Background: an optimization exercise with open tools, aiming at small area, a short achievable clock period and few clock cycles per item. Do not read the settings as production practice. At most, simulation tests tie the RTL to the original design; equivalence was not proved. Only the layout flow was run in runs 3 and 4; the RTL was not checked for function there.

**design/flow/run.sh**
```bash
#!/bin/bash
# synth_recipe.tcl (not shown) runs the flow's synth.tcl, then flattens the netlist and writes it again
# the make line also repeats each setting of config.mk as NAME=value (left out here)
make -C /OpenROAD-flow-scripts/flow DESIGN_CONFIG=/design/flow/config.mk WORK_HOME=/design/flow/orfs CLKGATE_MAP_FILE= SYNTH_SCRIPT=/design/flow/synth_recipe.tcl finish
```
**design/flow/constraint.sdc**
```tcl
create_clock -name core_clock -period 36.0 [get_ports {clk}]
set_input_delay 7.2000 -clock core_clock [delete_from_list [all_inputs] [get_ports {clk}]]
set_output_delay 7.2000 -clock core_clock [all_outputs]
set_load 0.01 [all_outputs]
```
**design/flow/design.v**
```verilog
module fp8_mul (
    input  wire [7:0] ca, cw,
    input  wire       afp, wfp,
    output wire [8:0] x,         
    output wire [5:0] pe,        
    output wire       spc        
);
    wire       za = (ca[6:3] == 4'd0) & ~(afp & ca[2]);
    wire       zw = (cw[6:3] == 4'd0) & ~(wfp & cw[2]);
    wire [3:0] a  = {~afp & (~za | ca[2]), za ? ca[1] : (afp | ca[2]),
                     za ? ca[0] : ca[1], ~za & ca[0]};
    wire [3:0] b  = {~wfp & (~zw | cw[2]), zw ? cw[1] : (wfp | cw[2]),
                     zw ? cw[0] : cw[1], ~zw & cw[0]};
    wire [4:0] fa = afp ? ca[6:2] : {1'b0, ca[6:3]};
    wire [4:0] fw = wfp ? cw[6:2] : {1'b0, cw[6:3]};
    wire [7:0] r0 = {4'd0, a & {4{b[0]}}};
    wire [7:0] r1 = {3'd0, a & {4{b[1]}}, 1'b0};
    wire [7:0] r2 = {2'd0, a & {4{b[2]}}, 2'b0};
    wire [7:0] r3 = {1'd0, a & {4{b[3]}}, 3'b0};
    wire [7:0] s1 = r0 ^ r1 ^ r2;
    wire [7:0] c1 = ((r0 & r1) | (r0 & r2) | (r1 & r2)) << 1;
    wire [7:0] s2 = s1 ^ c1 ^ r3;
    wire [7:0] c2 = ((s1 & c1) | (s1 & r3) | (c1 & r3)) << 1;
    wire [7:0] p  = s2 + c2;
    wire       s  = ca[7] ^ cw[7];
    assign x   = s ? (9'd0 - {1'b0, p}) : {1'b0, p};
    assign pe  = fa + fw;
    assign spc = (afp ? (ca[6:2] == 5'h1F) : (ca[6:0] == 7'h7F))
               | (wfp ? (cw[6:2] == 5'h1F) : (cw[6:0] == 7'h7F));
endmodule
module fp8_row (
    input  wire [8:0]  x,
    input  wire [5:0]  pe,
    output wire [70:0] row,
    output wire [7:0]  oh        
);
    wire [15:0] y  = {{7{x[8]}}, x} << pe[2:0];
    wire [15:0] yf = {~y[15], y[14:0]};
    assign oh = 8'd1 << pe[5:3];
    genvar j;
    generate
        for (j = 0; j < 71; j = j + 1) begin : g_bit
            localparam integer Q = j / 8;
            localparam integer R = j % 8;
            if (Q == 0) begin : g_q0
                assign row[j] = oh[0] & yf[R];
            end else if (Q == 8) begin : g_q8
                assign row[j] = oh[7] & yf[R+8];
            end else begin : g_qn
                assign row[j] = (oh[Q] & yf[R]) | (oh[Q-1] & yf[R+8]);
            end
        end
    endgenerate
endmodule
module csa_tree17 (
    input  wire [1135:0] rows,
    input  wire [70:0]   late,
    output wire [70:0]   oa, ob
);
    function [141:0] csa;
        input [70:0] a, b, c;
        reg   [70:0] s, cy;
        begin
            s   = a ^ b ^ c;
            cy  = (a & b) | (a & c) | (b & c);
            csa = {cy[69:0], 1'b0, s};
        end
    endfunction
    wire [70:0] row [0:15];
    wire [70:0] l1 [0:10];
    wire [70:0] l2 [0:8];
    wire [70:0] l3 [0:5];
    wire [70:0] l4 [0:3];
    wire [70:0] l5 [0:2];
    genvar k;
    generate
        for (k = 0; k < 16; k = k + 1) begin : g_r
            assign row[k] = rows[71*k +: 71];
        end
        for (k = 0; k < 5; k = k + 1) begin : g_l1
            assign {l1[2*k+1], l1[2*k]} = csa(row[3*k], row[3*k+1], row[3*k+2]);
        end
        assign l1[10] = row[15];
        for (k = 0; k < 3; k = k + 1) begin : g_l2
            assign {l2[2*k+1], l2[2*k]} = csa(l1[3*k], l1[3*k+1], l1[3*k+2]);
        end
        assign l2[6] = l1[9];
        assign l2[7] = l1[10];
        assign l2[8] = late;
        for (k = 0; k < 3; k = k + 1) begin : g_l3
            assign {l3[2*k+1], l3[2*k]} = csa(l2[3*k], l2[3*k+1], l2[3*k+2]);
        end
        for (k = 0; k < 2; k = k + 1) begin : g_l4
            assign {l4[2*k+1], l4[2*k]} = csa(l3[3*k], l3[3*k+1], l3[3*k+2]);
        end
        assign {l5[1], l5[0]} = csa(l4[0], l4[1], l4[2]);
        assign l5[2] = l4[3];
        assign {ob, oa} = csa(l5[0], l5[1], l5[2]);
    endgenerate
endmodule
module popcnt16 (
    input  wire [15:0] v,
    output wire [4:0]  n
);
    wire s0 = v[0] ^ v[1] ^ v[2],    c0 = (v[0] & v[1]) | (v[0] & v[2]) | (v[1] & v[2]);
    wire s1 = v[3] ^ v[4] ^ v[5],    c1 = (v[3] & v[4]) | (v[3] & v[5]) | (v[4] & v[5]);
    wire s2 = v[6] ^ v[7] ^ v[8],    c2 = (v[6] & v[7]) | (v[6] & v[8]) | (v[7] & v[8]);
    wire s3 = v[9] ^ v[10] ^ v[11],  c3 = (v[9] & v[10]) | (v[9] & v[11]) | (v[10] & v[11]);
    wire s4 = v[12] ^ v[13] ^ v[14], c4 = (v[12] & v[13]) | (v[12] & v[14]) | (v[13] & v[14]);
    wire a  = s0 ^ s1 ^ s2,  a2 = (s0 & s1) | (s0 & s2) | (s1 & s2);
    wire b  = s3 ^ s4 ^ v[15], b2 = (s3 & s4) | (s3 & v[15]) | (s4 & v[15]);
    wire c  = c0 ^ c1 ^ c2,  c4x = (c0 & c1) | (c0 & c2) | (c1 & c2);
    wire d2 = a & b;
    wire e2 = a2 ^ b2 ^ c,   e4 = (a2 & b2) | (a2 & c) | (b2 & c);
    wire f2 = c3 ^ c4 ^ d2,  f4 = (c3 & c4) | (c3 & d2) | (c4 & d2);
    wire g4 = e2 & f2;
    wire h4 = c4x ^ e4 ^ f4, h8 = (c4x & e4) | (c4x & f4) | (e4 & f4);
    wire i8 = h4 & g4;
    assign n = {h8 & i8, h8 ^ i8, h4 ^ g4, e2 ^ f2, a ^ b};
endmodule
module bk_prefix #(parameter N = 71, parameter L = 7) (
    input  wire [N-1:0] g, p,
    output wire [N-1:0] G, P
);
    wire [N-1:0] gu [0:L];
    wire [N-1:0] pu [0:L];
    assign gu[0] = g;
    assign pu[0] = p;
    genvar l, i;
    generate
        for (l = 0; l < L; l = l + 1) begin : g_up
            for (i = 0; i < N; i = i + 1) begin : g_b
                if (((i + 1) % (2 << l)) == 0) begin : g_op
                    assign gu[l+1][i] = gu[l][i] | (pu[l][i] & gu[l][i - (1 << l)]);
                    assign pu[l+1][i] = pu[l][i] & pu[l][i - (1 << l)];
                end else begin : g_pass
                    assign gu[l+1][i] = gu[l][i];
                    assign pu[l+1][i] = pu[l][i];
                end
            end
        end
    endgenerate
    wire [N-1:0] gd [0:L];
    wire [N-1:0] pd [0:L];
    assign gd[L] = gu[L];
    assign pd[L] = pu[L];
    generate
        for (l = L - 1; l >= 0; l = l - 1) begin : g_dn
            for (i = 0; i < N; i = i + 1) begin : g_b
                if (((i + 1) % (2 << l)) == (1 << l) && i >= (2 << l)) begin : g_op
                    assign gd[l][i] = gd[l+1][i] | (pd[l+1][i] & gd[l+1][i - (1 << l)]);
                    assign pd[l][i] = pd[l+1][i] & pd[l+1][i - (1 << l)];
                end else begin : g_pass
                    assign gd[l][i] = gd[l+1][i];
                    assign pd[l][i] = pd[l+1][i];
                end
            end
        end
    endgenerate
    assign G = gd[0];
    assign P = pd[0];
endmodule
module c_cmp(input [70:0] a, b, output [69:0] mag, output neg);
    wire [70:0] p = a ^ b;
    wire [70:0] G, P;
    bk_prefix #(71, 7) u (.g(a & b), .p(p), .G(G), .P(P));
    wire [70:0] c0 = {G[69:0], 1'b0};
    wire [70:0] c1 = {G[69:0] | P[69:0], 1'b1};
    assign neg = p[70] ^ c1[70];
    assign mag = p[69:0] ^ (neg ? ~c0[69:0] : c1[69:0]);
endmodule
module clz70 (
    input  wire [69:0] v,
    output wire [6:0]  n
);
    wire [71:0] w = {v, 2'b11};
    wire [8:0]  nz;
    wire [2:0]  g [0:8];
    genvar q;
    generate
        for (q = 0; q < 9; q = q + 1) begin : g_grp
            wire [7:0] b = w[71 - 8*q -: 8];
            assign nz[q] = |b;
            assign g[q] = b[7] ? 3'd0 : b[6] ? 3'd1 : b[5] ? 3'd2 : b[4] ? 3'd3 :
                          b[3] ? 3'd4 : b[2] ? 3'd5 : b[1] ? 3'd6 : 3'd7;
        end
    endgenerate
    reg [6:0] r;
    integer   i;
    always @* begin
        r = {4'd8, g[8]};
        for (i = 7; i >= 0; i = i - 1)
            if (nz[i]) r = {i[3:0], g[i]};
    end
    assign n = r;
endmodule
module sum_round (
    input  wire [69:0] mag,
    input  wire [6:0]  lz,
    input  wire        stk,       
    input  wire [1:0]  nfmt,      
    output wire [30:0] tpk
);
    wire [69:0] s64 = lz[6] ? {mag[5:0], 64'd0} : mag;
    wire [69:0] s32 = lz[5] ? {s64[37:0], 32'd0} : s64;
    wire [69:0] s16 = lz[4] ? {s32[53:0], 16'd0} : s32;
    wire [69:0] s8  = lz[3] ? {s16[61:0], 8'd0} : s16;
    wire [69:0] s4  = lz[2] ? {s8[65:0], 4'd0} : s8;
    wire [69:0] s2  = lz[1] ? {s4[67:0], 2'd0} : s4;
    wire [69:0] s1  = lz[0] ? {s2[68:0], 1'd0} : s2;
    wire        rup = s1[45] & (stk | s1[46]);
    wire [7:0]  ex  = 8'd162 + {nfmt, 3'd0} - {6'd0, nfmt} - {1'b0, lz};
    assign tpk = {ex, s1[68:46]} + {30'd0, rup};
endmodule
module ctz24 (
    input  wire [23:0] v,
    output reg  [4:0]  n
);
    function [2:0] ctz8;
        input [7:0] b;
        ctz8 = b[0] ? 3'd0 : b[1] ? 3'd1 : b[2] ? 3'd2 : b[3] ? 3'd3 :
               b[4] ? 3'd4 : b[5] ? 3'd5 : b[6] ? 3'd6 : 3'd7;
    endfunction
    always @* begin
        if (|v[7:0])        n = {2'd0, ctz8(v[7:0])};
        else if (|v[15:8])  n = {2'd1, ctz8(v[15:8])};
        else if (|v[23:16]) n = {2'd2, ctz8(v[23:16])};
        else                n = 5'd24;
    end
endmodule
module clz28 (
    input  wire [27:0] v,
    output reg  [4:0]  n
);
    wire [31:0] w = {v, 4'b1000};
    function [2:0] clz8;
        input [7:0] b;
        clz8 = b[7] ? 3'd0 : b[6] ? 3'd1 : b[5] ? 3'd2 : b[4] ? 3'd3 :
               b[3] ? 3'd4 : b[2] ? 3'd5 : b[1] ? 3'd6 : 3'd7;
    endfunction
    always @* begin
        if (|w[31:24])      n = {2'd0, clz8(w[31:24])};
        else if (|w[23:16]) n = {2'd1, clz8(w[23:16])};
        else if (|w[15:8])  n = {2'd2, clz8(w[15:8])};
        else                n = {2'd3, clz8(w[7:0])};
    end
endmodule
module fadd_order (
    input  wire [31:0] av, tv,
    output wire        xs, sub,
    output wire [7:0]  xe, d,
    output wire [23:0] xm, ym
);
    wire        ge  = av[30:0] >= tv[30:0];
    wire        az  = av[30:23] == 8'd0;
    wire        tz  = tv[30:23] == 8'd0;
    wire [7:0]  ae  = az ? 8'd1 : av[30:23];
    wire [7:0]  te  = tz ? 8'd1 : tv[30:23];
    wire [7:0]  da  = ae - te;
    wire [7:0]  dt  = te - ae;
    assign d   = ge ? da : dt;
    assign xe  = ge ? ae : te;
    assign xs  = ge ? av[31] : tv[31];
    assign sub = av[31] ^ tv[31];
    assign xm  = ge ? {~az, av[22:0]} : {~tz, tv[22:0]};
    assign ym  = ge ? {~tz, tv[22:0]} : {~az, av[22:0]};
endmodule
module fadd_add (
    input  wire [23:0] xm, ym,
    input  wire [7:0]  d,
    input  wire        sub,
    output wire [27:0] r,
    output wire [4:0]  lz
);
    wire [26:0] ysh = (d >= 8'd27) ? 27'd0 : ({ym, 3'b000} >> d[4:0]);
    wire [4:0]  tzn;
    ctz24 u_tz (.v(ym), .n(tzn));
    wire        yst = (ym != 24'd0) & ({3'd0, tzn} + 8'd3 < d);
    wire [27:0] yal = {1'b0, ysh[26:1], ysh[0] | yst};
    wire [27:0] xal = {1'b0, xm, 3'b000};
    wire [28:0] aa  = {xal, 1'b1};
    wire [28:0] bb  = {yal ^ {28{sub}}, sub};
    wire [28:0] G, P;
    bk_prefix #(29, 5) u_add (.g(aa & bb), .p(aa ^ bb), .G(G), .P(P));
    wire [28:0] sm  = (aa ^ bb) ^ {G[27:0], 1'b0};
    assign      r   = sm[28:1];
    clz28 u_lz (.v(r), .n(lz));
endmodule
module fadd_norm (
    input  wire [27:0] r,
    input  wire [4:0]  rlz,
    input  wire [7:0]  xe,
    input  wire        xs, nan, pass,
    output reg  [31:0] res
);
    reg  [7:0]  sh;
    reg  [27:0] rn;
    reg  [8:0]  fld;
    reg         rup;
    reg  [31:0] rpk;
    always @* begin
        sh  = ({3'd0, rlz} <= xe) ? {3'd0, rlz} : xe;
        rn  = r << sh[4:0];
        fld = rn[27] ? ({1'b0, xe} + 9'd1 - {1'b0, sh}) : 9'd0;
        rup = rn[3] & ((|rn[2:0]) | rn[4]);
        rpk = {fld, rn[26:4]} + {31'd0, rup};
        if (nan)                                 res = 32'h7FC00000;
        else if (rlz[4] & rlz[3] & rlz[2])       res = 32'd0;       
        else if (!pass && rpk[31:23] >= 9'd255)  res = {xs, 31'h7F7FFFFF};
        else                                     res = {xs, rpk[30:0]};
    end
endmodule
module fp8_dot16_acc (
    input  wire         clk,
    input  wire         rst,         
    input  wire         in_valid,
    input  wire         in_clr,      
    input  wire         in_afp,      
    input  wire         in_wfp,      
    input  wire [127:0] in_act,      
    input  wire [127:0] in_wgt,      
    input  wire [31:0]  in_acc,      
    output reg          out_valid,
    output reg  [31:0]  out_result,  
    output reg          out_nan      
);
    reg         v0, clr0, afp0, wfp0;
    reg [127:0] act0, wgt0;
    reg [31:0]  acc0;
    always @(posedge clk) begin
        v0   <= rst ? 1'b0 : in_valid;
        clr0 <= in_clr;
        afp0 <= in_afp;
        wfp0 <= in_wfp;
        act0 <= in_act;
        wgt0 <= in_wgt;
        acc0 <= in_acc;
    end
    wire [143:0] xA;
    wire [95:0]  eA;
    wire [15:0]  spc;
    genvar k;
    generate
        for (k = 0; k < 16; k = k + 1) begin : g_a
            fp8_mul u_mul (.ca(act0[8*k +: 8]), .cw(wgt0[8*k +: 8]), .afp(afp0), .wfp(wfp0),
                           .x(xA[9*k +: 9]), .pe(eA[6*k +: 6]), .spc(spc[k]));
        end
    endgenerate
    wire [34:0] cnt;
    generate
        for (k = 0; k < 7; k = k + 1) begin : g_cnt
            wire [15:0] col;
            genvar t;
            for (t = 0; t < 16; t = t + 1) begin : g_col
                assign col[t] = (eA[6*t+3 +: 3] == k);
            end
            popcnt16 u_cnt (.v(col), .n(cnt[5*k +: 5]));
        end
    endgenerate
    reg         v1, clr1, nan1;
    reg [1:0]   nf1;
    reg [34:0]  corr1;
    reg [31:0]  acc1;
    reg [143:0] x1;
    reg [95:0]  e1;
    always @(posedge clk) begin
        v1   <= rst ? 1'b0 : v0;
        clr1 <= clr0;
        nan1 <= |spc;
        nf1  <= {1'b0, ~afp0} + {1'b0, ~wfp0};
        acc1 <= acc0;
        x1   <= xA;
        e1   <= eA;
        corr1 <= cnt;
    end
    wire [1135:0] rows;
    wire [127:0]  oh;
    wire [70:0]   corr = {corr1[34:30], 3'd0, corr1[29:25], 3'd0, corr1[24:20], 3'd0,
                          corr1[19:15], 3'd0, corr1[14:10], 3'd0, corr1[9:5], 3'd0,
                          corr1[4:0], 15'd0};
    wire [70:0]   csa_a, csa_b;
    generate
        for (k = 0; k < 16; k = k + 1) begin : g_b
            fp8_row u_row (.x(x1[9*k +: 9]), .pe(e1[6*k +: 6]), .row(rows[71*k +: 71]),
                           .oh(oh[8*k +: 8]));
        end
    endgenerate
    csa_tree17 u_tree (.rows(rows), .late(~corr), .oa(csa_a), .ob(csa_b));
    reg         v2, clr2, nan2;
    reg [1:0]   nf2;
    reg [31:0]  acc2;
    reg [70:0]  ca2, cb2;
    always @(posedge clk) begin
        v2   <= rst ? 1'b0 : v1;
        clr2 <= clr1;
        nan2 <= nan1;
        nf2  <= nf1;
        acc2 <= acc1;
        ca2  <= csa_a;
        cb2  <= csa_b;
    end
    wire [69:0] mag;
    wire        neg;
    c_cmp u_add (.a(ca2), .b(cb2), .mag(mag), .neg(neg));
    wire [6:0]  lz, tz;
    clz70 u_lz (.v(mag), .n(lz));
    wire [69:0] rev;
    generate
        for (k = 0; k < 70; k = k + 1) begin : g_rev
            assign rev[k] = mag[69 - k];
        end
    endgenerate
    clz70 u_tz (.v(rev), .n(tz));
    reg         v3, clr3, nan3, neg3, stk3;
    reg [1:0]   nf3;
    reg [31:0]  acc3;
    reg [69:0]  mag3;
    reg [6:0]   lz3;
    always @(posedge clk) begin
        v3   <= rst ? 1'b0 : v2;
        clr3 <= clr2;
        nan3 <= nan2;
        nf3  <= nf2;
        acc3 <= acc2;
        neg3 <= neg;
        mag3 <= mag;
        lz3  <= lz;
        stk3 <= ({1'b0, tz} + {1'b0, lz}) <= 8'd44;
    end
    wire [30:0] tpk;
    sum_round u_round (.mag(mag3), .lz(lz3), .stk(stk3), .nfmt(nf3), .tpk(tpk));
    wire        tzero = lz3[6] & lz3[2] & lz3[1];          
    wire        pass  = ~clr3 & (acc3[30:23] == 8'hFF);
    wire [31:0] av    = clr3 ? 32'd0 : acc3;
    wire [31:0] tv    = (pass | tzero) ? 32'd0 : {neg3, tpk};
    wire        xs, sub;
    wire [7:0]  xe, d;
    wire [23:0] xm, ym;
    fadd_order u_ord (.av(av), .tv(tv), .xs(xs), .sub(sub), .xe(xe), .d(d), .xm(xm), .ym(ym));
    reg         v4, nan4, pass4, xs4, sub4;
    reg [7:0]   xe4, d4;
    reg [23:0]  xm4, ym4;
    always @(posedge clk) begin
        v4    <= rst ? 1'b0 : v3;
        nan4  <= nan3;
        pass4 <= pass;
        xs4   <= xs;
        sub4  <= sub;
        xe4   <= xe;
        d4    <= d;
        xm4   <= xm;
        ym4   <= ym;
    end
    wire [27:0] r;
    wire [4:0]  rlz;
    fadd_add u_fadd (.xm(xm4), .ym(ym4), .d(d4), .sub(sub4), .r(r), .lz(rlz));
    reg         v5, nan5, pass5, xs5;
    reg [27:0]  r5;
    reg [4:0]   rlz5;
    reg [7:0]   xe5;
    always @(posedge clk) begin
        v5    <= rst ? 1'b0 : v4;
        nan5  <= nan4;
        pass5 <= pass4;
        xs5   <= xs4;
        r5    <= r;
        rlz5  <= rlz;
        xe5   <= xe4;
    end
    wire [31:0] res;
    fadd_norm u_norm (.r(r5), .rlz(rlz5), .xe(xe5), .xs(xs5), .nan(nan5), .pass(pass5),
                      .res(res));
    always @(posedge clk) begin
        out_valid  <= rst ? 1'b0 : v5;
        out_nan    <= nan5;
        out_result <= res;
    end
endmodule
```
**design/flow/config.mk**
```make
export PLATFORM = sky130hd
export DESIGN_NAME = fp8_dot16_acc
export DESIGN_NICKNAME = fp8_dot16_acc
export VERILOG_FILES = /design/flow/design.v
export SDC_FILE = /design/flow/constraint.sdc
export NUM_CORES = 4
export LEC_CHECK = 0
export CAP_MARGIN = 20
export CELL_PAD_IN_SITES_DETAIL_PLACEMENT = 1
export CELL_PAD_IN_SITES_GLOBAL_PLACEMENT = 2
export CORE_MARGIN = 2
export CORE_UTILIZATION = 30
export PLACE_DENSITY = 0.5
export SLEW_MARGIN = 20
```
==> results of run 1 <==
## worst max-delay path, delay by kind of cell, from the launching register on
family                     cells  cell delay, ns
AOI/OAI and AO/OA             10            2.92
xor gates and xnor gates       1            0.56
adders and majority gates      3            1.10
buffers and inverters          4            1.49
DFF                            1            0.30
muxes                          1            0.19
and+or+nand+nor                9            2.43
## worst paths after layout
path	start	cells past startpoint	slack, ns	endpoint
max	ca2[49]	28	26.83	stk3
min	acc1[21]	0	0.31	acc2[21]
max reg2reg	ca2[49]	28	26.83	stk3
min reg2reg	acc1[21]	0	0.31	acc2[21]
## area by class of cell
type / count / area [um^2] / area share
multi-input cells: 8082 / 69600 / 0.631
diodes: 24 / 60.1 / 0.000545
repair buffers: 450 / 4200 / 0.0381
well taps: 4325 / 5410 / 0.0491
inverters: 1393 / 5230 / 0.0475
clock buffers: 185 / 3990 / 0.0362
clock inverters: 63 / 802 / 0.00728
flip-flops and latches: 1044 / 20900 / 0.190
## sequential cells by signal, summed over array words and instances, names as in the netlist, 28 cells and up
register,cells
x1,144
act0,128
wgt0,128
e1,96
ca2,71
cb2,69
mag3,69
corr1,35
acc0,32
acc1,32
acc2,32
acc3,32
out_result,32
r5,28
## routing by layer
| metal | part of all wire | GRT usage | vias up |
|---|---|---|---|
| met5 | 0.00018 | 0 | - |
| met4 | 0.070 | 0.165 | 14 |
| met3 | 0.041 | 0.0324 | 640 |
| met2 | 0.45 | 0.455 | 2084 |
| met1 | 0.43 | 0.362 | 40900 |
| li1 | - | - | 36500 |
## through the flow
stage                     hold slack [ns]  utilization
after floorplan                     0.310            -
after global placement              0.310        0.325
after detailed placement            0.313        0.325
after CTS                           0.313        0.340
after global routing                0.321        0.340
final                               0.313        0.340
## kinds of logic (layout without fill, tap and decap cells)
group,Yosys count,in the layout,share of synthesized area
xor gates and xnor gates,420,420,0.0377
DFF,1044,1044,0.214
AOI/OAI and AO/OA,1768,1768,0.118
buffers and inverters,1833,2091,0.0728
adders and majority gates,1667,1667,0.307
muxes,703,703,0.0816
other,1,25,0.0000385
and+or+nand+nor,3523,3523,0.169
## cell usage in the layout, fill, tap and decap left out, types with 155 or more instances in the layout
| cell type | count |
|---|---|
| sky130_fd_sc_hd__a21o_1 | 155 |
| sky130_fd_sc_hd__inv_1 | 1380 |
| sky130_fd_sc_hd__mux2i_1 | 418 |
| sky130_fd_sc_hd__xnor2_1 | 284 |
| sky130_fd_sc_hd__nor2b_1 | 171 |
| sky130_fd_sc_hd__fa_1 | 1209 |
| sky130_fd_sc_hd__a21oi_1 | 454 |
| sky130_fd_sc_hd__mux2_2 | 234 |
| sky130_fd_sc_hd__nand2_1 | 1093 |
| sky130_fd_sc_hd__dfxtp_1 | 1038 |
| sky130_fd_sc_hd__o22ai_1 | 174 |
| sky130_fd_sc_hd__nand2b_1 | 235 |
| sky130_fd_sc_hd__ha_1 | 458 |
| sky130_fd_sc_hd__o21ai_0 | 352 |
| sky130_fd_sc_hd__nor2_1 | 1109 |
| sky130_fd_sc_hd__clkdlybuf4s50_1 | 327 |
| sky130_fd_sc_hd__nand3_1 | 179 |
==> impl_results.rst, run 1 <==
.. list-table::
   :header-rows: 1

   * - Metric
     - Value
   * - Status
     - finished clean
   * - Grt total ovfl
     - 0
   * - Most numerous cell on the critical path
     - sky130_fd_sc_hd__a21oi_1
   * - Largest stage delay on the critical path
     - 0.78 ns
   * - Die span in y
     - 574 um
   * - Worst-case setup slack after placement
     - 26.41 ns
   * - TritonCTS clock tree
     - built
   * - Number of instances resized during post-cts repair
     - 0
   * - Syn_nets
     - 12900
   * - Transition time at the pin with the least slew margin
     - 1.20 ns
   * - PnR worst setup slack
     - 26.83 ns
   * - Total length of routed wires
     - 473000 um
   * - Slowest cell on crit path
     - sky130_fd_sc_hd__and3_1
   * - Required time of the worst setup path
     - 36.74 ns
   * - Number of different library cells in the post-synthesis netlist
     - 117
   * - Number of I/O port buffers
     - 327
   * - Final number of setup-violating endpoints
     - 0
   * - Synthesized area divided by synthesized cell count
     - 8.89 um^2
   * - Worst min-delay path class
     - reg2reg
   * - Vias per std cell
     - 5.15
   * - Floorplan die area
     - 329000 um^2
   * - Fin Setup TNS
     - 0 ns
   * - Hold Violations, Final
     - 0
   * - Fill cell total of the finished layout
     - 37400
   * - EDFF count, synth
     - 0
   * - TritonCTS buffer count
     - 142
   * - Netlist Area Pre-Place
     - 97500 um^2
   * - Antenna violations before repair
     - 55
   * - Library cell occupying the most area in the post-synthesis netlist
     - sky130_fd_sc_hd__fa_1
   * - Worst-path fanout max
     - 50
   * - Average wire per cell in the routed design
     - 30.4 um
   * - Overall track demand over capacity in global routing
     - 0.281
   * - Capturing element type of the critical path
     - flop
   * - Cell with the most instances after synthesis
     - sky130_fd_sc_hd__inv_1
   * - Pin count of the biggest net entering global routing
     - 54
   * - Number of cells after detailed placement
     - 15300
   * - Final HPWL from detailed placement
     - 412000 um
   * - Final critical path time including I/O delays and setup
     - 9.17 ns
   * - Share of the yosys chip area belonging to registers
     - 0.214
   * - Startpoint type of the worst setup path
     - flop
   * - Ys flop type
     - sky130_fd_sc_hd__dfxtp_1
   * - Warning count from the yosys run
     - 8
   * - Final Cycle Share
     - 0.255
   * - Maximum clock rate
     - 109 MHz
   * - Core Footprint
     - 324000 um^2
   * - Clock tree root driver cell
     - sky130_fd_sc_hd__clkbuf_16
   * - WS Path Type
     - reg2reg
   * - Detailed router's first-iteration violation count
     - 5412
   * - Share of flip-flops with an asynchronous set or reset
     - 0
   * - Placed cell areas
     - 105000 um^2
   * - Number of detailed-route iterations in the first pass
     - 8
   * - Post-route ant nets
     - 0
   * - Fraction of synthesized cell area taken by the top area cell type
     - 0.248
   * - Vias in the first global route
     - 85300
   * - Share of final-layout standard cells stronger than drive strength 1
     - 0.0729
   * - Clock latency of the later-clocked register in the worst-skew pair
     - 0.86 ns
   * - Final worst clock skew
     - 0.0462 ns
   * - Layout overhead on the synthesized area
     - 13.0%
   * - Endpoint arrival time on the critical path
     - 9.91 ns
   * - Mapped Cells
     - 11000
   * - CTS clock-pin slew for the worst setup and hold paths
     - 0.06 ns
   * - #FFs+latches synth
     - 1044
   * - H-Tree Depth
     - 4
   * - Starting Density
     - 0.301
   * - Cell Rows
     - 209
   * - Die X-Extent
     - 574 um
   * - Sink Count
     - 1044
   * - Drc violations
     - 0
   * - Pins over their slew limit
     - 0
   * - Via Count
     - 80100
   * - Buffer count from post-CTS setup fixing
     - 0
   * - Number of maximum-capacitance constraint violations
     - 0
   * - Cell area after layout
     - 110000 um^2
   * - RSZ-0062 raised after global routing
     - false
   * - Most area-consuming cells after synthesis
     - sky130_fd_sc_hd__fa_1 (25%), sky130_fd_sc_hd__dfxtp_1 (21%), sky130_fd_sc_hd__ha_1 (5.9%), sky130_fd_sc_hd__inv_1 (5.3%), sky130_fd_sc_hd__mux2i_1 (4.3%)
   * - Count of non-filler cells in the finished layout
     - 15600
   * - Total I/O pin count
     - 328
   * - Headroom to the max-slew limit
     - 0.197
   * - Hold-fix buffers at CTS
     - 0
   * - First-pass GRT wire length
     - 658000 um
   * - Top post-synthesis cells by count
     - sky130_fd_sc_hd__inv_1 (1380), sky130_fd_sc_hd__fa_1 (1209), sky130_fd_sc_hd__nor2_1 (1109), sky130_fd_sc_hd__nand2_1 (1093), sky130_fd_sc_hd__dfxtp_1 (1044)
   * - Layout Nets
     - 13100
   * - Placer Congestion
     - 1.00
   * - Maximum root-to-sink buffer count
     - 4
Testbench counts, summed over its fixed seeds: cycles 16,056, items 16,000.
==> inputs of run 2 (changes only) <==
==> design/flow/flow/run.sh (new file) <==
#!/bin/bash
# Standard layout, with the port buffers made of buf_4 cells instead of
# the default buffer choice.
set -e
export BUFFER_PORTS_ARGS="-buffer_cell sky130_fd_sc_hd__buf_4"
bash standard.sh > standard_flow.log 2>&1
==> design/flow/standard.sh (new file) <==
#!/bin/bash
# synth_recipe.tcl (not shown) runs the flow's synth.tcl, then flattens the netlist and writes it again
# the make line also repeats each setting of config.mk as NAME=value (left out here)
make -C /OpenROAD-flow-scripts/flow DESIGN_CONFIG=/design/flow/config.mk WORK_HOME=/design/flow/orfs CLKGATE_MAP_FILE= SYNTH_SCRIPT=/design/flow/synth_recipe.tcl "${@:-finish}"
removed: design/flow/run.sh
==> run 2 against run 1 <==
  * Still clean
  * Non-clock buffer count fell by 1
  * Count of clock-buffer cells in the layout rose by 6
  * Final area decreased by 0.85%
  * Worst hold slack gained 0.0074 ns
  * Setup slack improved by 0.48 ns
  * First-iteration DRC count shrank 4.6%
  * Critical path depth grew 1
  * Critical path type unchanged
  * Highest routed layer unchanged
==> impl_results.rst, run 2 <==
.. list-table::
   :header-rows: 1

   * - Metric
     - Value
   * - Status
     - finished clean
   * - Synthesized area divided by synthesized cell count
     - 8.89 um^2 (unchanged)
   * - Most area-consuming cells after synthesis
     - sky130_fd_sc_hd__fa_1 (25%), sky130_fd_sc_hd__dfxtp_1 (21%), sky130_fd_sc_hd__ha_1 (5.9%), sky130_fd_sc_hd__inv_1 (5.3%), sky130_fd_sc_hd__mux2i_1 (4.3%)
   * - Layout overhead on the synthesized area
     - 12.1%
   * - Max FFs per register
     - 144 (unchanged)
   * - Number of different library cells in the post-synthesis netlist
     - 117 (unchanged)
   * - PnR worst setup slack
     - 27.31 ns (+0.478 ns)
   * - Endpoint arrival time on the critical path
     - 9.47 ns (-0.44 ns)
   * - EDFF count, synth
     - 0 (unchanged)
   * - FF/Latch Area
     - 20900 um^2 (unchanged)
   * - Hold Violations, Final
     - 0 (unchanged)
   * - Vias in the first global route
     - 84900 (-0.51%)
   * - Clock latency of the later-clocked register in the worst-skew pair
     - 0.89 ns (+0.03 ns)
   * - Required time of the worst setup path
     - 36.78 ns (+0.04 ns)
   * - Sink Count
     - 1044 (unchanged)
   * - Startpoint type of the worst setup path
     - flop
   * - Maximum clock rate
     - 115 MHz (+5.5%)
   * - Worst-path fanout max
     - 45 (-10%)
   * - Buffer count from post-CTS setup fixing
     - 0 (unchanged)
   * - Area used by multi-input combinational logic
     - 69500 um^2 (about the same)
   * - Via Count
     - 80000 (-0.097%)
   * - CTS clock-pin slew for the worst setup and hold paths
     - 0.06 ns (about the same)
   * - Antenna violations before repair
     - 37 (-33%)
   * - Die X-Extent
     - 574 um (unchanged)
   * - Pins over their slew limit
     - 0 (unchanged)
   * - Cell Rows
     - 209 (unchanged)
   * - Fraction of synthesized cell area taken by the top area cell type
     - 0.248 (unchanged)
   * - Final HPWL from detailed placement
     - 415000 um (+0.79%)
   * - Core Footprint
     - 324000 um^2 (unchanged)
   * - Number of maximum-capacitance constraint violations
     - 0 (unchanged)
   * - Vias per std cell
     - 5.15 (about the same)
   * - Clock tree root driver cell
     - sky130_fd_sc_hd__clkbuf_16
   * - Most flops, register
     - x1
   * - Floorplan die area
     - 329000 um^2 (unchanged)
   * - TritonCTS buffer count
     - 141 (-0.70%)
   * - Most frequent standard cell in the layout excluding fill and tap cells
     - sky130_fd_sc_hd__inv_1
   * - Share of flip-flops with an asynchronous set or reset
     - 0 (unchanged)
   * - Die span in y
     - 574 um (unchanged)
   * - First-pass GRT wire length
     - 661000 um (+0.39%)
   * - Total length of routed wires
     - 476000 um (+0.54%)
   * - Headroom to the max-slew limit
     - 0.217 (+0.0209)
   * - Total I/O pin count
     - 328 (unchanged)
   * - Most numerous cell on the critical path
     - sky130_fd_sc_hd__a21oi_1
   * - H-Tree Depth
     - 4 (unchanged)
   * - Ys flop type
     - sky130_fd_sc_hd__dfxtp_1
   * - Capturing element type of the critical path
     - flop
   * - Total length of routed met3 wires
     - 18400 um (-6.0%)
   * - Highest metal layer used by the detailed router
     - met5
   * - Worst min-delay path class
     - reg2reg
   * - Post-route ant nets
     - 0 (unchanged)
   * - Number of detailed-route iterations in the first pass
     - 5 (-3)
   * - Starting Density
     - 0.301 (unchanged)
   * - Cell with the most instances after synthesis
     - sky130_fd_sc_hd__inv_1
   * - Top post-synthesis cells by count
     - sky130_fd_sc_hd__inv_1 (1380), sky130_fd_sc_hd__fa_1 (1209), sky130_fd_sc_hd__nor2_1 (1109), sky130_fd_sc_hd__nand2_1 (1093), sky130_fd_sc_hd__dfxtp_1 (1044)
   * - Fin Setup TNS
     - 0 ns (unchanged)
   * - Netlist Area Pre-Place
     - 97500 um^2 (unchanged)
   * - Largest registers
     - x1: 144 flops, act0: 128 flops, wgt0: 128 flops
   * - Detailed router's first-iteration violation count
     - 5165 (-4.6%)
   * - Warning count from the yosys run
     - 8 (unchanged)
   * - Number of instances resized during post-cts repair
     - 0 (unchanged)
   * - Syn_nets
     - 12900 (unchanged)
   * - Library cell occupying the most area in the post-synthesis netlist
     - sky130_fd_sc_hd__fa_1
   * - Final critical path time including I/O delays and setup
     - 8.69 ns (-0.478 ns)
   * - Slowest cell on crit path
     - sky130_fd_sc_hd__o21ai_1
   * - Maximum root-to-sink buffer count
     - 4 (unchanged)
   * - Worst-case setup slack after placement
     - 27.43 ns (+1.02 ns)
   * - Share of final-layout standard cells stronger than drive strength 1
     - 0.101 (+0.0282)
   * - Leading cell types in the layout, fill and taps excluded
     - sky130_fd_sc_hd__inv_1 (1380), sky130_fd_sc_hd__fa_1 (1209), sky130_fd_sc_hd__nor2_1 (1109), sky130_fd_sc_hd__nand2_1 (1093), sky130_fd_sc_hd__dfxtp_1 (1038)
   * - Post-route core utilization
     - 0.337 (-0.00289)
   * - WS Path Type
     - reg2reg
   * - Layout Nets
     - 13100 (-0.015%)
   * - Fill cell total of the finished layout
     - 37500 (+0.29%)
   * - Mapped Cells
     - 11000 (unchanged)
   * - Largest stage delay on the critical path
     - 0.74 ns (-0.04 ns)
   * - Number of I/O port buffers
     - 327 (unchanged)
   * - Hold-fix buffers at CTS
     - 0 (unchanged)
   * - Drc violations
     - 0 (unchanged)
   * - Grt total ovfl
     - 0 (unchanged)
   * - TritonCTS clock tree
     - built
   * - Placer Congestion
     - 1.01 (+0.52%)
   * - Average wire per cell in the routed design
     - 30.6 um (+0.63%)
   * - RSZ-0062 raised after global routing
     - false
   * - #FFs+latches synth
     - 1044 (unchanged)
   * - Final Cycle Share
     - 0.241 (-0.0133)
   * - Overall track demand over capacity in global routing
     - 0.283 (+0.00186)
   * - Transition time at the pin with the least slew margin
     - 1.16 ns (-0.0356 ns)
   * - WL met1
     - 208000 um (+1.0%)
   * - Pin count of the biggest net entering global routing
     - 52 (-3.7%)
   * - Routed length on met2
     - 217000 um (+1.1%)
   * - Final number of setup-violating endpoints
     - 0 (unchanged)
   * - Final worst clock skew
     - 0.0604 ns (+0.0142 ns)
   * - Share of the yosys chip area belonging to registers
     - 0.214 (unchanged)
[run 2: cell counts after synthesis]
Identical to the previous run, type by type.
[run 2: critical path, delay by kind of cell, from the launching register on]
kind | cells | cell delay (ns)
adder cells (fa/ha/maj) | 2 | 0.65
buffers and inverters | 3 | 1.13
AND/OR/NAND/NOR | 8 | 1.77
flip-flops | 1 | 0.30
XOR/XNOR | 1 | 0.10
AO/OA/AOI/OAI | 15 | 4.55
[run 2: metal layers]
layer | global-route usage | vias up
met5 | 0 | -
met4 | 0.160 | 8
met3 | 0.0304 | 615
met2 | 0.460 | 1903
met1 | 0.366 | 41000
li1 | - | 36500
[run 2: per-stage QoR]
step                      instance area, um^2  std cells  hold slack, ns
after floorplan                         97500      11000           0.310
after global placement                 104000      15300           0.312
after detailed placement               104000      15300           0.313
after CTS                              109000      15500           0.320
after global routing                   109000      15500           0.328
final                                  109000      15600           0.321
[run 2: worst paths after layout]
check / from / endpoint / slack, ns / cells after the start
setup reg to reg: ca2[3] / stk3 / 27.31 / 29
hold / removal: acc2[1] / acc3[1] / 0.32 / 0
hold reg to reg: acc2[1] / acc3[1] / 0.32 / 0
setup / recovery: ca2[3] / stk3 / 27.31 / 29
[run 2: cell type report]
type / count / share of cell area
timing repair buffer: 449 / 0.0308
sequential: 1044 / 0.191
clock buffer: 191 / 0.0366
clock inverter: 57 / 0.00687
inverter: 1393 / 0.0479
multi-input combinational: 8082 / 0.637
tap: 4325 / 0.0495
antenna: 10 / 0.000229
[run 2: kinds of logic (layout without fill, tap and decap cells)]
family	Yosys count	in the layout	synth area share
muxes	703	703	0.0816
and+or+nand+nor	3523	3523	0.169
DFF	1044	1044	0.214
adders and majority gates	1667	1667	0.307
buffers and inverters	1833	2090	0.0728
AOI/OAI and AO/OA	1768	1768	0.118
xor gates and xnor gates	420	420	0.0377
other	1	11	0.0000385
==> inputs of run 3 (changes only) <==
--- a/design/flow/design.v
+++ b/design/flow/design.v
@@ -245,19 +245,29 @@
         else                n = {2'd3, clz8(w[7:0])};
     end
 endmodule
+module fadd_cmp (
+    input  wire [31:0] av, tv,
+    output wire        ge,
+    output wire [7:0]  da, dt
+);
+    wire [7:0] ae = (av[30:23] == 8'd0) ? 8'd1 : av[30:23];
+    wire [7:0] te = (tv[30:23] == 8'd0) ? 8'd1 : tv[30:23];
+    assign ge = av[30:0] >= tv[30:0];
+    assign da = ae - te;
+    assign dt = te - ae;
+endmodule
 module fadd_order (
     input  wire [31:0] av, tv,
+    input  wire        ge,
+    input  wire [7:0]  da, dt,
     output wire        xs, sub,
     output wire [7:0]  xe, d,
     output wire [23:0] xm, ym
 );
-    wire        ge  = av[30:0] >= tv[30:0];
     wire        az  = av[30:23] == 8'd0;
     wire        tz  = tv[30:23] == 8'd0;
     wire [7:0]  ae  = az ? 8'd1 : av[30:23];
     wire [7:0]  te  = tz ? 8'd1 : tv[30:23];
-    wire [7:0]  da  = ae - te;
-    wire [7:0]  dt  = te - ae;
     assign d   = ge ? da : dt;
     assign xe  = ge ? ae : te;
     assign xs  = ge ? av[31] : tv[31];
@@ -269,8 +279,7 @@
     input  wire [23:0] xm, ym,
     input  wire [7:0]  d,
     input  wire        sub,
-    output wire [27:0] r,
-    output wire [4:0]  lz
+    output wire [27:0] r
 );
     wire [26:0] ysh = (d >= 8'd27) ? 27'd0 : ({ym, 3'b000} >> d[4:0]);
     wire [4:0]  tzn;
@@ -284,15 +293,15 @@
     bk_prefix #(29, 5) u_add (.g(aa & bb), .p(aa ^ bb), .G(G), .P(P));
     wire [28:0] sm  = (aa ^ bb) ^ {G[27:0], 1'b0};
     assign      r   = sm[28:1];
-    clz28 u_lz (.v(r), .n(lz));
 endmodule
 module fadd_norm (
     input  wire [27:0] r,
-    input  wire [4:0]  rlz,
     input  wire [7:0]  xe,
     input  wire        xs, nan, pass,
     output reg  [31:0] res
 );
+    wire [4:0]  rlz;
+    clz28 u_lz (.v(r), .n(rlz));
     reg  [7:0]  sh;
     reg  [27:0] rn;
     reg  [8:0]  fld;
@@ -346,20 +355,8 @@
                            .x(xA[9*k +: 9]), .pe(eA[6*k +: 6]), .spc(spc[k]));
         end
     endgenerate
-    wire [34:0] cnt;
-    generate
-        for (k = 0; k < 7; k = k + 1) begin : g_cnt
-            wire [15:0] col;
-            genvar t;
-            for (t = 0; t < 16; t = t + 1) begin : g_col
-                assign col[t] = (eA[6*t+3 +: 3] == k);
-            end
-            popcnt16 u_cnt (.v(col), .n(cnt[5*k +: 5]));
-        end
-    endgenerate
     reg         v1, clr1, nan1;
     reg [1:0]   nf1;
-    reg [34:0]  corr1;
     reg [31:0]  acc1;
     reg [143:0] x1;
     reg [95:0]  e1;
@@ -371,13 +368,13 @@
         acc1 <= acc0;
         x1   <= xA;
         e1   <= eA;
-        corr1 <= cnt;
     end
     wire [1135:0] rows;
     wire [127:0]  oh;
-    wire [70:0]   corr = {corr1[34:30], 3'd0, corr1[29:25], 3'd0, corr1[24:20], 3'd0,
-                          corr1[19:15], 3'd0, corr1[14:10], 3'd0, corr1[9:5], 3'd0,
-                          corr1[4:0], 15'd0};
+    wire [34:0]   cnt;
+    wire [70:0]   corr = {cnt[34:30], 3'd0, cnt[29:25], 3'd0, cnt[24:20], 3'd0,
+                          cnt[19:15], 3'd0, cnt[14:10], 3'd0, cnt[9:5], 3'd0,
+                          cnt[4:0], 15'd0};
     wire [70:0]   csa_a, csa_b;
     generate
         for (k = 0; k < 16; k = k + 1) begin : g_b
@@ -385,6 +382,16 @@
                            .oh(oh[8*k +: 8]));
         end
     endgenerate
+    generate
+        for (k = 0; k < 7; k = k + 1) begin : g_cnt
+            wire [15:0] col;
+            genvar t;
+            for (t = 0; t < 16; t = t + 1) begin : g_col
+                assign col[t] = oh[8*t + k];
+            end
+            popcnt16 u_cnt (.v(col), .n(cnt[5*k +: 5]));
+        end
+    endgenerate
     csa_tree17 u_tree (.rows(rows), .late(~corr), .oa(csa_a), .ob(csa_b));
     reg         v2, clr2, nan2;
     reg [1:0]   nf2;
@@ -433,43 +440,42 @@
     wire        pass  = ~clr3 & (acc3[30:23] == 8'hFF);
     wire [31:0] av    = clr3 ? 32'd0 : acc3;
     wire [31:0] tv    = (pass | tzero) ? 32'd0 : {neg3, tpk};
-    wire        xs, sub;
-    wire [7:0]  xe, d;
-    wire [23:0] xm, ym;
-    fadd_order u_ord (.av(av), .tv(tv), .xs(xs), .sub(sub), .xe(xe), .d(d), .xm(xm), .ym(ym));
-    reg         v4, nan4, pass4, xs4, sub4;
-    reg [7:0]   xe4, d4;
-    reg [23:0]  xm4, ym4;
+    wire        ge;
+    wire [7:0]  da, dt;
+    fadd_cmp u_cmp (.av(av), .tv(tv), .ge(ge), .da(da), .dt(dt));
+    reg         v4, nan4, pass4, ge4;
+    reg [31:0]  av4, tv4;
+    reg [7:0]   da4, dt4;
     always @(posedge clk) begin
         v4    <= rst ? 1'b0 : v3;
         nan4  <= nan3;
         pass4 <= pass;
-        xs4   <= xs;
-        sub4  <= sub;
-        xe4   <= xe;
-        d4    <= d;
-        xm4   <= xm;
-        ym4   <= ym;
+        ge4   <= ge;
+        av4   <= av;
+        tv4   <= tv;
+        da4   <= da;
+        dt4   <= dt;
     end
+    wire        xs, sub;
+    wire [7:0]  xe, d;
+    wire [23:0] xm, ym;
+    fadd_order u_ord (.av(av4), .tv(tv4), .ge(ge4), .da(da4), .dt(dt4), .xs(xs), .sub(sub),
+                      .xe(xe), .d(d), .xm(xm), .ym(ym));
     wire [27:0] r;
-    wire [4:0]  rlz;
-    fadd_add u_fadd (.xm(xm4), .ym(ym4), .d(d4), .sub(sub4), .r(r), .lz(rlz));
+    fadd_add u_fadd (.xm(xm), .ym(ym), .d(d), .sub(sub), .r(r));
     reg         v5, nan5, pass5, xs5;
     reg [27:0]  r5;
-    reg [4:0]   rlz5;
     reg [7:0]   xe5;
     always @(posedge clk) begin
         v5    <= rst ? 1'b0 : v4;
         nan5  <= nan4;
         pass5 <= pass4;
-        xs5   <= xs4;
+        xs5   <= xs;
         r5    <= r;
-        rlz5  <= rlz;
-        xe5   <= xe4;
+        xe5   <= xe;
     end
     wire [31:0] res;
-    fadd_norm u_norm (.r(r5), .rlz(rlz5), .xe(xe5), .xs(xs5), .nan(nan5), .pass(pass5),
-                      .res(res));
+    fadd_norm u_norm (.r(r5), .xe(xe5), .xs(xs5), .nan(nan5), .pass(pass5), .res(res));
     always @(posedge clk) begin
         out_valid  <= rst ? 1'b0 : v5;
         out_nan    <= nan5;
==> run 3 against run 2 <==
  * Count of clock-buffer cells in the layout decreased by 12
  * Worst hold slack got worse by 0.0015 ns
  * Clock skew increased by 0.0015 ns
  * Critical path type unchanged
==> impl_results.rst, run 3 <==
.. list-table::
   :header-rows: 1

   * - Metric
     - Value
   * - Fill cell total of the finished layout
     - 37400 (-0.27%)
   * - Number of different library cells in the post-synthesis netlist
     - 114 (-2.6%)
   * - Final HPWL from detailed placement
     - 415000 um (+0.13%)
   * - First-pass GRT wire length
     - 684000 um (+3.5%)
   * - Final Cycle Share
     - 0.255 (+0.0138)
   * - Floorplan die area
     - 332000 um^2 (+0.68%)
   * - Placer Congestion
     - 0.981 (-2.7%)
   * - Reg-to-reg endpoint
     - stk3
   * - H-Tree Depth
     - 4 (unchanged)
   * - Hold-fix buffers at CTS
     - 0 (unchanged)
   * - Largest registers
     - x1: 144 flops, act0: 128 flops, wgt0: 128 flops
   * - Share of final-layout standard cells stronger than drive strength 1
     - 0.117 (+0.0161)
   * - Average wire per cell in the routed design
     - 31.9 um (+4.2%)
   * - Fin Setup TNS
     - 0 ns (unchanged)
   * - Library cell occupying the most area in the post-synthesis netlist
     - sky130_fd_sc_hd__fa_1
   * - R2R setup slack
     - 26.81 ns (-0.50 ns)
   * - TritonCTS buffer count
     - 136 (-3.5%)
   * - Final critical path time including I/O delays and setup
     - 9.19 ns (+0.497 ns)
   * - Most numerous cell on the critical path
     - sky130_fd_sc_hd__a21oi_1
   * - Max FFs per register
     - 144 (unchanged)
   * - Mapped Cells
     - 10800 (-1.3%)
   * - Transition time at the pin with the least slew margin
     - 1.24 ns (+0.0754 ns)
   * - Die X-Extent
     - 576 um (+0.34%)
   * - Buffer count from post-CTS setup fixing
     - 0 (unchanged)
   * - Origin of the worst min-delay path
     - acc0[18]
   * - Detailed router's first-iteration violation count
     - 6995 (+35%)
   * - Status
     - finished clean
   * - Vias in the first global route
     - 87600 (+3.3%)
   * - Number of I/O port buffers
     - 327 (unchanged)
   * - Reg2Reg Launch Point
     - ca2[9]
   * - Capturing element type of the critical path
     - flop
   * - Die span in y
     - 576 um (+0.34%)
   * - Worst hold margin
     - 0.319 ns (-0.00146 ns)
   * - Maximum clock rate
     - 109 MHz (-5.4%)
   * - Most area-consuming cells after synthesis
     - sky130_fd_sc_hd__fa_1 (25%), sky130_fd_sc_hd__dfxtp_1 (21%), sky130_fd_sc_hd__ha_1 (5.9%), sky130_fd_sc_hd__inv_1 (5.5%), sky130_fd_sc_hd__a22oi_1 (3.7%)
   * - Final number of setup-violating endpoints
     - 0 (unchanged)
   * - Vias per std cell
     - 5.45 (+6.0%)
   * - R2r worst-path depth
     - 29 (unchanged)
   * - Clock tree root driver cell
     - sky130_fd_sc_hd__clkbuf_16
   * - CTS clock-pin slew for the worst setup and hold paths
     - 0.06 ns (about the same)
   * - Layout overhead on the synthesized area
     - 12.7%
   * - Syn_nets
     - 12800 (-1.1%)
   * - EDFF count, synth
     - 0 (unchanged)
   * - Core Footprint
     - 326000 um^2 (+0.80%)
   * - PnR worst setup slack
     - 26.81 ns (-0.497 ns)
   * - Ys flop type
     - sky130_fd_sc_hd__dfxtp_1
   * - Cell Rows
     - 210 (+0.48%)
   * - Leading cell types in the layout, fill and taps excluded
     - sky130_fd_sc_hd__inv_1 (1439), sky130_fd_sc_hd__fa_1 (1209), sky130_fd_sc_hd__dfxtp_1 (1013), sky130_fd_sc_hd__nor2_1 (747), sky130_fd_sc_hd__nand2_1 (634)
   * - Share of flip-flops with an asynchronous set or reset
     - 0 (unchanged)
   * - Hold Violations, Final
     - 0 (unchanged)
   * - Number of maximum-capacitance constraint violations
     - 0 (unchanged)
   * - WS Path Type
     - reg2reg
   * - Total length of routed wires
     - 490000 um (+3.1%)
   * - Pins over their slew limit
     - 0 (unchanged)
   * - Slowest cell on crit path
     - sky130_fd_sc_hd__a221oi_1
   * - Top post-synthesis cells by count
     - sky130_fd_sc_hd__inv_1 (1441), sky130_fd_sc_hd__fa_1 (1209), sky130_fd_sc_hd__dfxtp_1 (1018), sky130_fd_sc_hd__nor2_1 (750), sky130_fd_sc_hd__nand2_1 (634)
   * - WL met1
     - 219000 um (+5.5%)
   * - #FFs+latches synth
     - 1018 (-2.5%)
   * - RSZ-0062 raised after global routing
     - false
   * - Worst min-delay path class
     - reg2reg
   * - Synthesized area divided by synthesized cell count
     - 9.08 um^2 (+2.0%)
   * - Worst setup path start
     - ca2[9]
   * - Maximum root-to-sink buffer count
     - 4 (unchanged)
   * - Startpoint type of the worst setup path
     - flop
   * - Headroom to the max-slew limit
     - 0.175 (-0.0421)
   * - Clock latency of the later-clocked register in the worst-skew pair
     - 0.86 ns (-0.03 ns)
   * - Highest metal layer used by the detailed router
     - met5
   * - Warning count from the yosys run
     - 8 (unchanged)
   * - Most frequent standard cell in the layout excluding fill and tap cells
     - sky130_fd_sc_hd__inv_1
   * - Total I/O pin count
     - 328 (unchanged)
   * - Antenna violations before repair
     - 44 (+19%)
   * - Layout Nets
     - 12900 (-1.4%)
   * - Worst-path fanout max
     - 69 (+53%)
   * - Sink Count
     - 1018 (-2.5%)
   * - Most flops, register
     - x1
   * - Netlist Area Pre-Place
     - 98100 um^2 (+0.69%)
   * - WHS Endpoint
     - acc1[18]
   * - TritonCTS clock tree
     - built
   * - Endpoint arrival time on the critical path
     - 9.92 ns (+0.45 ns)
   * - Cell with the most instances after synthesis
     - sky130_fd_sc_hd__inv_1
   * - Post-route ant nets
     - 0 (unchanged)
   * - Via Count
     - 83900 (+4.8%)
   * - Final worst clock skew
     - 0.0619 ns (+0.00145 ns)
   * - Share of the yosys chip area belonging to registers
     - 0.208 (-0.00676)
   * - Routed length on met2
     - 216000 um (-0.87%)
   * - Total length of routed met3 wires
     - 28200 um (+53%)
   * - Number of detailed-route iterations in the first pass
     - 8 (+3)
   * - Required time of the worst setup path
     - 36.73 ns (-0.05 ns)
   * - Drc violations
     - 0 (unchanged)
   * - Pin count of the biggest net entering global routing
     - 70 (+35%)
   * - Largest stage delay on the critical path
     - 0.78 ns (+0.04 ns)
   * - Number of instances resized during post-cts repair
     - 0 (unchanged)
   * - Fraction of synthesized cell area taken by the top area cell type
     - 0.247 (-0.00169)
   * - Count of cells along the worst hold path
     - 0 (unchanged)
   * - Starting Density
     - 0.301 (-0.000351)
   * - Worst-case setup slack after placement
     - 26.79 ns (-0.640 ns)
   * - Grt total ovfl
     - 0 (unchanged)
   * - Overall track demand over capacity in global routing
     - 0.289 (+0.00567)
[run 3: cell count changes after synthesis, sizes merged, moves of 34 or more]
cell,change
clkbuf,+165
o2111ai,+35
a22oi,+454
inv,+61
nor2b,-83
mux2i,-103
nand3,-34
nand2,-458
nand2b,-124
o22ai,+250
nor2,-360
[run 3: worst max path at each step]
stage | endpoint
finish | stk3
floorplan | out_nan
detailed placement | stk3
global route | stk3
CTS | stk3
global placement | stk3
[run 3: routing by layer]
layer / vias to the layer above / GRT usage
met1: 43100 / 0.396
met5: - / 0
li1: 37200 / -
met2: 2986 / 0.450
met4: 4 / 0.134
met3: 670 / 0.0376
[run 3: cells by family after synthesis]
logic type,after synthesis,synth area share
xor gates and xnor gates,435,0.0388
AOI/OAI and AO/OA,2475,0.167
adders and majority gates,1668,0.305
DFF,1018,0.208
other,1,0.0000382
buffers and inverters,2050,0.0800
muxes,614,0.0727
and+or+nand+nor,2553,0.128
[run 3: cell type report]
cell class / instances / area (um^2) / share of cell area
clock buffers: 179 / 3860 / 0.0349
well taps: 4346 / 5440 / 0.0492
clock inverters: 66 / 930 / 0.00841
diodes: 9 / 22.5 / 0.000204
inverters: 1454 / 5460 / 0.0494
flip-flops and latches: 1018 / 20400 / 0.184
multi-input cells: 7746 / 70200 / 0.635
repair buffers: 568 / 4260 / 0.0386
[run 3: through the flow]
step | util | instances | instance area, um^2
4_1_cts | 0.339 | 15400 | 111000
3_3_place_gp | 0.324 | 15100 | 106000
3_5_place_dp | 0.324 | 15100 | 106000
2_1_floorplan | - | 10800 | 98100
5_1_grt | 0.339 | 15400 | 111000
6_report | 0.339 | 15400 | 111000
[run 3: worst max-delay path, delay by kind of cell (launching register included)]
kind | cells | cell delay, ns
adders and majority gates | 2 | 0.70
buffers and inverters | 3 | 1.22
xor gates and xnor gates | 2 | 0.82
AOI/OAI and AO/OA | 17 | 4.77
DFF | 1 | 0.31
and+or+nand+nor | 5 | 1.14
==> inputs of run 4 (changes only) <==
==> design/flow/config.mk (replaced) <==
export PLATFORM = sky130hd
export DESIGN_NAME = fp8_dot16_acc
export DESIGN_NICKNAME = fp8_dot16_acc
export VERILOG_FILES = /design/flow/design.v
export SDC_FILE = /design/flow/constraint.sdc
export NUM_CORES = 4
export LEC_CHECK = 0
export CAP_MARGIN = 20
export CELL_PAD_IN_SITES_DETAIL_PLACEMENT = 0
export CELL_PAD_IN_SITES_GLOBAL_PLACEMENT = 1
export CORE_MARGIN = 2
export CORE_UTILIZATION = 50
export PLACE_DENSITY = 0.65
export SLEW_MARGIN = 20
==> run 4 against run 3 <==
  * Largest cell class unchanged
  * Highest routed layer unchanged
  * Die area is 40% lower
  * First-iteration DRC count rose by 51%
==> impl_results.rst, run 4 <==
.. list-table::
   :header-rows: 1

   * - Metric
     - Value
   * - Largest registers
     - x1: 144 flops, act0: 128 flops, wgt0: 128 flops
   * - Die span in y
     - 447 um (-22%)
   * - Library cell occupying the most area in the post-synthesis netlist
     - sky130_fd_sc_hd__fa_1
   * - Transition time at the pin with the least slew margin
     - 1.26 ns (+0.0197 ns)
   * - TritonCTS buffer count
     - 107 (-21%)
   * - Slowest cell on crit path
     - sky130_fd_sc_hd__inv_4
   * - Complex-gate fraction of the synthesized area
     - 0.167 (unchanged)
   * - Fraction of synthesized cell area taken by the top area cell type
     - 0.247 (unchanged)
   * - First-pass GRT wire length
     - 580000 um (-15%)
   * - Final critical path time including I/O delays and setup
     - 8.51 ns (-0.681 ns)
   * - Area share of fa/ha/maj cells after synthesis
     - 0.305 (unchanged)
   * - Most area-consuming cells after synthesis
     - sky130_fd_sc_hd__fa_1 (25%), sky130_fd_sc_hd__dfxtp_1 (21%), sky130_fd_sc_hd__ha_1 (5.9%), sky130_fd_sc_hd__inv_1 (5.5%), sky130_fd_sc_hd__a22oi_1 (3.7%)
   * - Clock latency of the later-clocked register in the worst-skew pair
     - 0.81 ns (-0.05 ns)
   * - Post-route core utilization
     - 0.547 (+0.208)
   * - Final HPWL from detailed placement
     - 339000 um (-18%)
   * - Endpoint arrival time on the critical path
     - 9.20 ns (-0.72 ns)
   * - Headroom to the max-slew limit
     - 0.138 (-0.0371)
   * - Simple-Gate Fraction of Synth Area
     - 0.128 (unchanged)
   * - H-Tree Depth
     - 3 (-1)
   * - Via Count
     - 85100 (+1.4%)
   * - Capturing element type of the critical path
     - flop
   * - Final worst clock skew
     - 0.0787 ns (+0.0168 ns)
   * - Fill cell total of the finished layout
     - 17800 (-52%)
   * - RSZ-0062 raised after global routing
     - false
   * - Maximum clock rate
     - 118 MHz (+8.0%)
   * - Detailed router's first-iteration violation count
     - 10600 (+51%)
   * - Synthesized area divided by synthesized cell count
     - 9.08 um^2 (unchanged)
   * - Total I/O pin count
     - 328 (unchanged)
   * - Share of the synthesized netlist area taken by xor and xnor gates
     - 0.0388 (unchanged)
   * - Number of I/O port buffers
     - 327 (unchanged)
   * - Clock tree root driver cell
     - sky130_fd_sc_hd__clkbuf_16
   * - Fin Setup TNS
     - 0 ns (unchanged)
   * - Ys flop type
     - sky130_fd_sc_hd__dfxtp_1
   * - Required time of the worst setup path
     - 36.69 ns (-0.04 ns)
   * - Netlist Area Pre-Place
     - 98100 um^2 (unchanged)
   * - Largest stage delay on the critical path
     - 0.65 ns (-0.13 ns)
   * - Die X-Extent
     - 447 um (-22%)
   * - Total length of routed wires
     - 409000 um (-16%)
   * - Antenna violations before repair
     - 23 (-48%)
   * - CTS clock-pin slew for the worst setup and hold paths
     - 0.06 ns (about the same)
   * - Layout overhead on the synthesized area
     - 8.62%
   * - Final number of setup-violating endpoints
     - 0 (unchanged)
   * - Vias per std cell
     - 6.28 (+15%)
   * - Share of flip-flops with an asynchronous set or reset
     - 0 (unchanged)
   * - Share of the yosys chip area belonging to registers
     - 0.208 (unchanged)
   * - Hold-fix buffers at CTS
     - 0 (unchanged)
   * - Number of detailed-route iterations in the first pass
     - 8 (unchanged)
   * - Vias in the first global route
     - 82700 (-5.7%)
   * - Floorplan die area
     - 200000 um^2 (-40%)
   * - EDFF count, synth
     - 0 (unchanged)
   * - Grt total ovfl
     - 0 (unchanged)
   * - Post-route ant nets
     - 0 (unchanged)
   * - Placer Congestion
     - 1.13 (+15%)
   * - Pins over their slew limit
     - 0 (unchanged)
   * - Most frequent standard cell in the layout excluding fill and tap cells
     - sky130_fd_sc_hd__inv_1
   * - Number of different library cells in the post-synthesis netlist
     - 114 (unchanged)
   * - Proportion of synthesized area in mux cells
     - 0.0727 (unchanged)
   * - Cell Rows
     - 162 (-23%)
   * - #FFs+latches synth
     - 1018 (unchanged)
   * - Number of maximum-capacitance constraint violations
     - 0 (unchanged)
   * - Share of final-layout standard cells stronger than drive strength 1
     - 0.106 (-0.0114)
   * - Syn_nets
     - 12800 (unchanged)
   * - Most flops, register
     - x1
   * - Most numerous cell on the critical path
     - sky130_fd_sc_hd__a21oi_1
   * - Starting Density
     - 0.503 (+0.203)
   * - Hold Violations, Final
     - 0 (unchanged)
   * - Startpoint type of the worst setup path
     - flop
   * - Maximum root-to-sink buffer count
     - 3 (-1)
   * - Buffer count from post-CTS setup fixing
     - 0 (unchanged)
   * - Status
     - finished clean
   * - Warning count from the yosys run
     - 8 (unchanged)
   * - Sink Count
     - 1018 (unchanged)
   * - TritonCTS clock tree
     - built
   * - Max FFs per register
     - 144 (unchanged)
   * - Core Footprint
     - 195000 um^2 (-40%)
   * - Mapped Cells
     - 10800 (unchanged)
   * - Number of instances resized during post-cts repair
     - 0 (unchanged)
   * - Average wire per cell in the routed design
     - 30.2 um (-5.1%)
   * - Overall track demand over capacity in global routing
     - 0.402 (+0.113)
   * - Pin count of the biggest net entering global routing
     - 74 (+5.7%)
   * - Worst min-delay path class
     - reg2reg
   * - WS Path Type
     - reg2reg
   * - Largest family of logic cells by synthesized area
     - adder cells
   * - Top post-synthesis cells by count
     - sky130_fd_sc_hd__inv_1 (1441), sky130_fd_sc_hd__fa_1 (1209), sky130_fd_sc_hd__dfxtp_1 (1018), sky130_fd_sc_hd__nor2_1 (750), sky130_fd_sc_hd__nand2_1 (634)
   * - Cell with the most instances after synthesis
     - sky130_fd_sc_hd__inv_1
   * - Layout Nets
     - 12800 (-0.77%)
   * - Drc violations
     - 0 (unchanged)
   * - Leading cell types in the layout, fill and taps excluded
     - sky130_fd_sc_hd__inv_1 (1441), sky130_fd_sc_hd__fa_1 (1209), sky130_fd_sc_hd__dfxtp_1 (1013), sky130_fd_sc_hd__nor2_1 (749), sky130_fd_sc_hd__nand2_1 (634)
   * - Worst-path fanout max
     - 69 (unchanged)
   * - Final Cycle Share
     - 0.236 (-0.0189)
-- run 4: cell counts after synthesis --
No cell type changed its count.
-- run 4: path summary, 6_finish.rpt --
path | from | end | slack, ns | cells after the start
setup / recovery | ca2[11] | stk3 | 27.49 | 28
hold / removal | nf1[1] | nf2[1] | 0.32 | 0
setup reg to reg | ca2[11] | stk3 | 27.49 | 28
hold reg to reg | nf1[1] | nf2[1] | 0.32 | 0
-- run 4: cell families after synthesis --
kind of cell             after synthesis
AO/OA/AOI/OAI                       2475
XOR/XNOR                             435
adder cells (fa/ha/maj)             1668
buffers and inverters               2050
flip-flops                          1018
multiplexers                         614
other                                  1
AND/OR/NAND/NOR                     2553
-- run 4: final cells by class --
class	count	area [um^2]	share of cell area
inverters	1454	5460	0.0512
diodes	5	12.5	0.000117
flip-flops and latches	1018	20400	0.191
well taps	2624	3280	0.0308
clock inverters	56	693	0.00650
clock buffers	143	2990	0.0281
repair buffers	498	3730	0.0350
multi-input cells	7746	70000	0.657
-- run 4: routing by layer --
layer / vias up / global-route usage / part of all wire / routed length [um]
met5: - / 0.00220 / 0.00077 / 317
met4: 18 / 0.245 / 0.075 / 30500
met3: 971 / 0.117 / 0.11 / 44400
met2: 5019 / 0.591 / 0.42 / 173000
met1: 42100 / 0.520 / 0.39 / 162000
li1: 37000 / - / - / -
-- run 4: stage by stage --
step / setup slack, ns / instance area [um^2] / hold WS, ns / std cells
after floorplan: 28.47 / 98100 / 0.310 / 10800
after global placement: 27.93 / 103000 / 0.311 / 13300
after detailed placement: 27.83 / 103000 / 0.312 / 13300
after CTS: 27.52 / 107000 / 0.324 / 13500
after global routing: 26.99 / 107000 / 0.330 / 13500
final: 27.49 / 107000 / 0.322 / 13500
-- run 4: worst max-delay path, delay by kind of cell, from the launching register on --
family / cells / cell delay [ns]
buffers and inverters: 3 / 0.93
and+or+nand+nor: 9 / 2.06
AOI/OAI and AO/OA: 13 / 3.95
adders and majority gates: 3 / 1.06
DFF: 1 / 0.31

afterwards: timing with drivers on the ports:
The results above use ideal ports. As a check the final layouts listed here were re-extracted and re-timed, cells and wires unchanged.
Step 1: set_driving_cell puts a clkbuf_16 on clk and a buf_2 on each other input, an assumption about the parent block.
Step 2 adds t to the input delays and takes it off the output delays; t is the mean of the earliest and latest rising clock arrival at the registers after step 1. Input paths then give back, and output paths get back, about the clock's delay inside the block.
Three values: no drivers, after step 1, after step 2; two values: the first two.
run | shift t [ns] | setup WS [ns] | worst setup path at the end | latest minus earliest clock arrival (ns) | cell pins on the clock port's net
run 1 | 0.939 | 26.828 / 26.828 / 26.828 | register to register | 0.048 / 0.048 | 1
run 2 | 0.969 | 27.306 / 27.306 / 27.306 | register to register | 0.062 / 0.063 | 1
run 3 | 0.940 | 26.809 / 26.809 / 26.809 | register to register | 0.064 / 0.064 | 1
run 4 | 0.869 | 27.490 / 27.480 / 27.490 | register to register | 0.079 / 0.079 | 1
After both steps every run listed still meets setup and hold.
